This design comes from an exercise in tuning for small area, a short achievable clock period and few clock cycles on the open sky130 flow, not from production work. Only simulation tests tie the RTL to the original design; equivalence was not proved.

## flow/config.mk

```make
export PLATFORM = sky130hd
export DESIGN_NAME = regr_solve
export DESIGN_NICKNAME = regr_solve
export VERILOG_FILES = /design/flow/design.v
export SDC_FILE = /design/flow/constraint.sdc
export NUM_CORES = 4
export LEC_CHECK = 0
export CAP_MARGIN = 20
export CORE_MARGIN = 2
export CORE_UTILIZATION = 40
export SLEW_MARGIN = 20
```

## flow/constraint.sdc

```tcl
create_clock -name core_clock -period 20.0 [get_ports {clk}]
set_input_delay 4.0000 -clock core_clock [delete_from_list [all_inputs] [get_ports {clk}]]
set_output_delay 4.0000 -clock core_clock [all_outputs]
set_load 0.01 [all_outputs]
```

## flow/design.v

```verilog
module regr_solve (
    input  wire                clk,
    input  wire                rst,
    input  wire                start,
    input  wire [16:0]         n_in,
    input  wire [39:0]         sx_in,
    input  wire signed [47:0]  sy_in,
    input  wire [63:0]         sxx_in,
    input  wire signed [71:0]  sxy_in,
    output wire                ready,
    output reg                 done,
    output reg                 degen,
    output reg  signed [81:0]  delta,
    output reg  signed [89:0]  bnum,
    output reg  signed [105:0] b
);
    localparam integer QW = 106;    
    localparam [1:0] S_IDLE = 2'd0, S_PROD = 2'd1, S_DIV = 2'd2, S_SIGN = 2'd3;
    reg [1:0] state;
    reg [16:0]        r_n;
    reg [39:0]        r_sx;
    reg signed [47:0] r_sy;
    reg [63:0]        r_sxx;
    reg signed [71:0] r_sxy;
    wire signed [81:0] p_nsxx  = $signed({65'd0, r_n}) * $signed({18'd0, r_sxx});
    wire signed [81:0] p_sxsx  = $signed({42'd0, r_sx}) * $signed({42'd0, r_sx});
    wire signed [89:0] p_nsxy  = $signed({73'd0, r_n}) * r_sxy;
    wire signed [89:0] p_sxsy  = $signed({50'd0, r_sx}) * r_sy;
    wire signed [81:0] w_delta = p_nsxx - p_sxsx;
    wire signed [89:0] w_bnum  = p_nsxy - p_sxsy;
    reg [QW-1:0] dividend;    
    reg [82:0]   rem;
    reg [6:0]    count;
    reg          neg;
    wire [83:0] rem_sh = {rem, dividend[QW-1]};
    wire [83:0] diff   = rem_sh - {2'b00, delta[81:0]};
    wire        fits   = ~diff[83];
    wire [89:0] bnum_mag = w_bnum[89] ? -w_bnum : w_bnum;
    assign ready = (state == S_IDLE);
    always @(posedge clk) begin
        if (rst) begin
            state <= S_IDLE;
            done  <= 1'b0;
        end else begin
            done <= 1'b0;
            case (state)
                S_IDLE: begin
                    if (start) begin
                        r_n   <= n_in;
                        r_sx  <= sx_in;
                        r_sy  <= sy_in;
                        r_sxx <= sxx_in;
                        r_sxy <= sxy_in;
                        state <= S_PROD;
                    end
                end
                S_PROD: begin
                    delta    <= w_delta;
                    bnum     <= w_bnum;
                    neg      <= w_bnum[89];
                    dividend <= {bnum_mag[89:0], 16'd0};
                    rem      <= 83'd0;
                    count    <= 7'd0;
                    if (w_delta <= 0) begin
                        degen <= 1'b1;
                        done  <= 1'b1;
                        state <= S_IDLE;
                    end else begin
                        degen <= 1'b0;
                        state <= S_DIV;
                    end
                end
                S_DIV: begin
                    rem      <= fits ? diff[82:0] : rem_sh[82:0];
                    dividend <= {dividend[QW-2:0], fits};
                    count    <= count + 7'd1;
                    if (count == QW - 1)
                        state <= S_SIGN;
                end
                S_SIGN: begin
                    b     <= neg ? -$signed(dividend) : $signed(dividend);
                    done  <= 1'b1;
                    state <= S_IDLE;
                end
            endcase
        end
    end
endmodule
```

## flow/run.sh

```bash
#!/bin/bash
# synth_recipe.tcl (not shown) runs the flow's synth.tcl, then flattens the netlist and writes it again
# the make line also repeats each setting of config.mk as NAME=value (left out here)
make -C /OpenROAD-flow-scripts/flow DESIGN_CONFIG=/design/flow/config.mk WORK_HOME=/design/flow/orfs CLKGATE_MAP_FILE= SYNTH_SCRIPT=/design/flow/synth_recipe.tcl finish
```

==> run notes <==
## cell type report
class | instances | share of cell area (%)
Clock buffer | 115 | 1.12
Tap cell | 7452 | 3.90
Multi-Input combinational cell | 15231 | 72.4
Inverter | 6366 | 10.0
Clock inverter | 66 | 0.291
Sequential cell | 719 | 9.02
Timing Repair Buffer | 837 | 3.26
Antenna cell | 30 | 0.0314
## stage by stage
step                      util, %  instance area (um2)
final                        43.0               239000
after floorplan                 -               223000
after detailed placement     42.4               235000
after global routing         43.0               239000
after global placement       42.4               235000
after CTS                    43.0               239000
## worst max-delay path by stage
stage / cells past startpoint / slack, ns / end / start
finish: 33 / 6.87 / dividend[102] / r_sx[0]
global route: 33 / 6.43 / dividend[102] / r_sx[0]
CTS: 32 / 6.95 / dividend[102] / r_sx[1]
detailed placement: 30 / 7.02 / flip-flop / r_sx[1]
global placement: 30 / 6.78 / flip-flop / r_sx[2]
floorplan: 1 / 6.54 / count[0] / rst
## per-layer routing
metal,up-vias,part of all wire [%],wire length (um)
met5,-,0.026,188
met4,30,3.6,26000
met3,1093,10,74500
li1,67432,-,-
met1,83828,42,301000
met2,6508,44,316000
## cells by family (layout without fill, tap and decap cells)
logic type | after synthesis | in the layout | synth area share, %
multiplexers | 32 | 32 | 0.154
AO/OA/AOI/OAI | 1386 | 1386 | 3.92
buffers and inverters | 7540 | 7384 | 12.7
AND/OR/NAND/NOR | 6513 | 6513 | 13.9
other | 2 | 33 | 0.00337
adder cells (fa/ha/maj) | 6867 | 6867 | 58.0
XOR/XNOR | 430 | 430 | 1.69
flip-flops | 719 | 719 | 9.68
## state kept, by name, indices dropped and copies added, names as in the netlist, named ones only
| register | count |
|---|---|
| rem | 83 |
| r_n | 17 |
| count | 7 |
| r_sxx | 64 |
| delta | 82 |
| dividend | 106 |
| state | 1 |
| r_sxy | 72 |
| degen | 1 |
| r_sy | 48 |
| b | 106 |
| r_sx | 40 |
| done | 1 |
| bnum | 90 |
## Yosys cell counts, types with 12 or more instances
library cell | n | area (um2)
inv_1 | 6355 | 23900
fa_1 | 5748 | 115000
nand2_1 | 3598 | 13500
and2_1 | 1859 | 11600
ha_1 | 1119 | 14000
clkbuf_1 | 1117 | 4190
edfxtp_1 | 716 | 21500
o21ai_0 | 414 | 2070
a21oi_1 | 350 | 1750
nor2_1 | 334 | 1250
xnor2_1 | 299 | 2620
nand3_1 | 155 | 776
a21o_1 | 139 | 1040
xor2_1 | 130 | 1140
nand4_1 | 104 | 651
nor3_1 | 98 | 490
or3_1 | 62 | 388
o31ai_1 | 53 | 398
a31oi_1 | 52 | 325
buf_1 | 42 | 158
o21a_1 | 41 | 308
nand2b_1 | 37 | 231
nor4_1 | 37 | 231
o21bai_1 | 37 | 278
nor2b_1 | 36 | 225
o211ai_1 | 35 | 263
a211oi_1 | 34 | 255
or4_1 | 34 | 255
or2_2 | 32 | 200
and3_1 | 29 | 181
and4_1 | 21 | 184
mux2_2 | 18 | 203
o41ai_1 | 18 | 158
a21boi_0 | 17 | 128
mux2i_1 | 14 | 140
nand3b_1 | 14 | 105
o21ai_1 | 14 | 70.1
a211o_1 | 13 | 114
a31o_2 | 13 | 114
a41oi_1 | 13 | 114
buf_2 | 12 | 60.1
o31a_1 | 12 | 105
==> out/qor.yml <==
clocking:
  clockBufferDepth: 4
  clkSinkCount: 719
  post-cts-setup-buffers: 0
  cts_hold_buf: 0
  cts-root-buf: "clkbuf_16"
  cts_tree: "built"
  post_cts_resized: 0
  htreeDepth: 3
  cts_buffers: 103
  clock_latency_ns: 0.97
  clk_pin_slew_ns: 0.06
timing:
  final_hold_viol_count: 0
  fin_crit_ns: 13.13
  final_max_slew_viol_count: 0
  finalSetupViolCount: 0
  clock.fmax_ghz: 0.0762
  tightest_slew_ns: 1.23
  max_slew_margin_pct: 17.3
  finalCritPeriodShare_pct: 65.6
  tns_ns: 0
  hold_ws_ns: 0.565
  setup_slack_ns: 6.87
  finClkSkew_ns: 0.144
  rsz0062_at_grt: "no"
critical_path:
  startpoint_type: "flip-flop"
  worstSetupEndpointType: "flip-flop"
  reg2reg_to: "dividend[102]"
  critPathMaxStageDelay_ns: 1.17
  path_delay_family: "adder cells"
  worstPathRequired_ns: 20.62
  reg2reg_slack_ns: 6.87
  critPathSlowestCell: "fa_2"
  crit_buf_inv: 9
  critPathKind: "reg -> reg"
  crit_fanout: 48
  worstRegToRegCells: 33
  rr_startpoint: "r_sx[0]"
  crit_arrival_ns: 13.75
global_routing:
  met3_usage_pct: 7.61
  antenna_found_initial: 73
  gr-max-usage-layer: "met2"
  grt_pass1_vias: 172544
  grt_usage_pct: 25.9
  grt_pass1_wl_um: 1090000
  met2_usage_pct: 39.6
  grt_max_degree: 163
  grt_overflow: 0
  use_met1_pct: 35.5
drt:
  detail-route-antenna-nets: 0
  drtIter0Drc: 12533
  routed_via_density: 5.16
  vias: 158891
  drt-pass1-iter-count: 6
  wl_um: 717000
  drc: 0
  wl_per_cell_um: 23.3
synth:
  synth_area_per_cell_um2: 9.48
  syn_inst: 23489
  ys.flop_type: "edfxtp_1"
  async_reset_ff_share_pct: 0
  synth_cell_types: 104
  synth_seq_area_share_pct: 9.68
  yosys_warnings: 1
  synthesis.area_mm2: 0.223
  ys_ff_latch: 719
  synth_edf_count: 716
cells_and_area:
  final_cells: 30816
  syn_to_final_growth_pct: 7.29
  fill_cells: 54018
  fin_nets: 30369
  seq_area_mm2: 0.0216
  final_common_cell: "inv_1"
  multi_input_area_mm2: 0.173
  mostFrequentLayoutCells: "inv_1 (6,353), fa_1 (5,747), nand2_1 (3,598), and2_1 (1,859), ha_1 (1,118)"
  drive_gt1_share_pct: 2.56
run_status:
  outcome: "no timing/DRC/antenna violations"
place:
  dp_worst_setup_slack_ns: 7.02
  dp_cells: 30603
  port_buffers: 524
  place_hpwl_um: 597000
  globalplace.congestion: 0.986
min_path:
  holdPathStages: 0
  hold_path_class: "reg -> reg"
  hold_start: "dividend[0]"
  hold_end: "b[0]"
floorplanning:
  core_area_mm2: 0.556
  row_count: 274
  start_util_pct: 40.1
  die_x_um: 750
  ioPinCount: 525
  die-area_mm2: 0.563
  die_y_um: 750
job:
  drv_cap: 0
Testbench counts, summed over its fixed seeds: cycles 174,400.

[re-timing with driven ports]
No port has a modelled driver above. Below, the same layout with a new extraction and two added sets of constraints.
Step 1 assumes that a clkbuf_16 drives the clock port and a buf_2 every other input.
Step 2 adds t to the input delays and takes it off the output delays; t is the mean of the earliest and latest rising clock arrival at the registers after step 1. Input paths then give back, and output paths get back, about the clock's delay inside the block.
Slacks: no drivers / after step 1 / after step 2; pairs: no drivers / after step 1.
t, ns: 1.018
setup WS [ns]: 6.871 / 6.871 / 6.871
worst setup path at the end: register to register
worst register clock-pin slew, ns: 0.07 / 0.07
cell pins on the clock port's net: 1
After both steps this run still meets setup and hold. For this run, drivers alone change the setup slack by 0.000 ns; drivers and shift together by 0.000 ns.
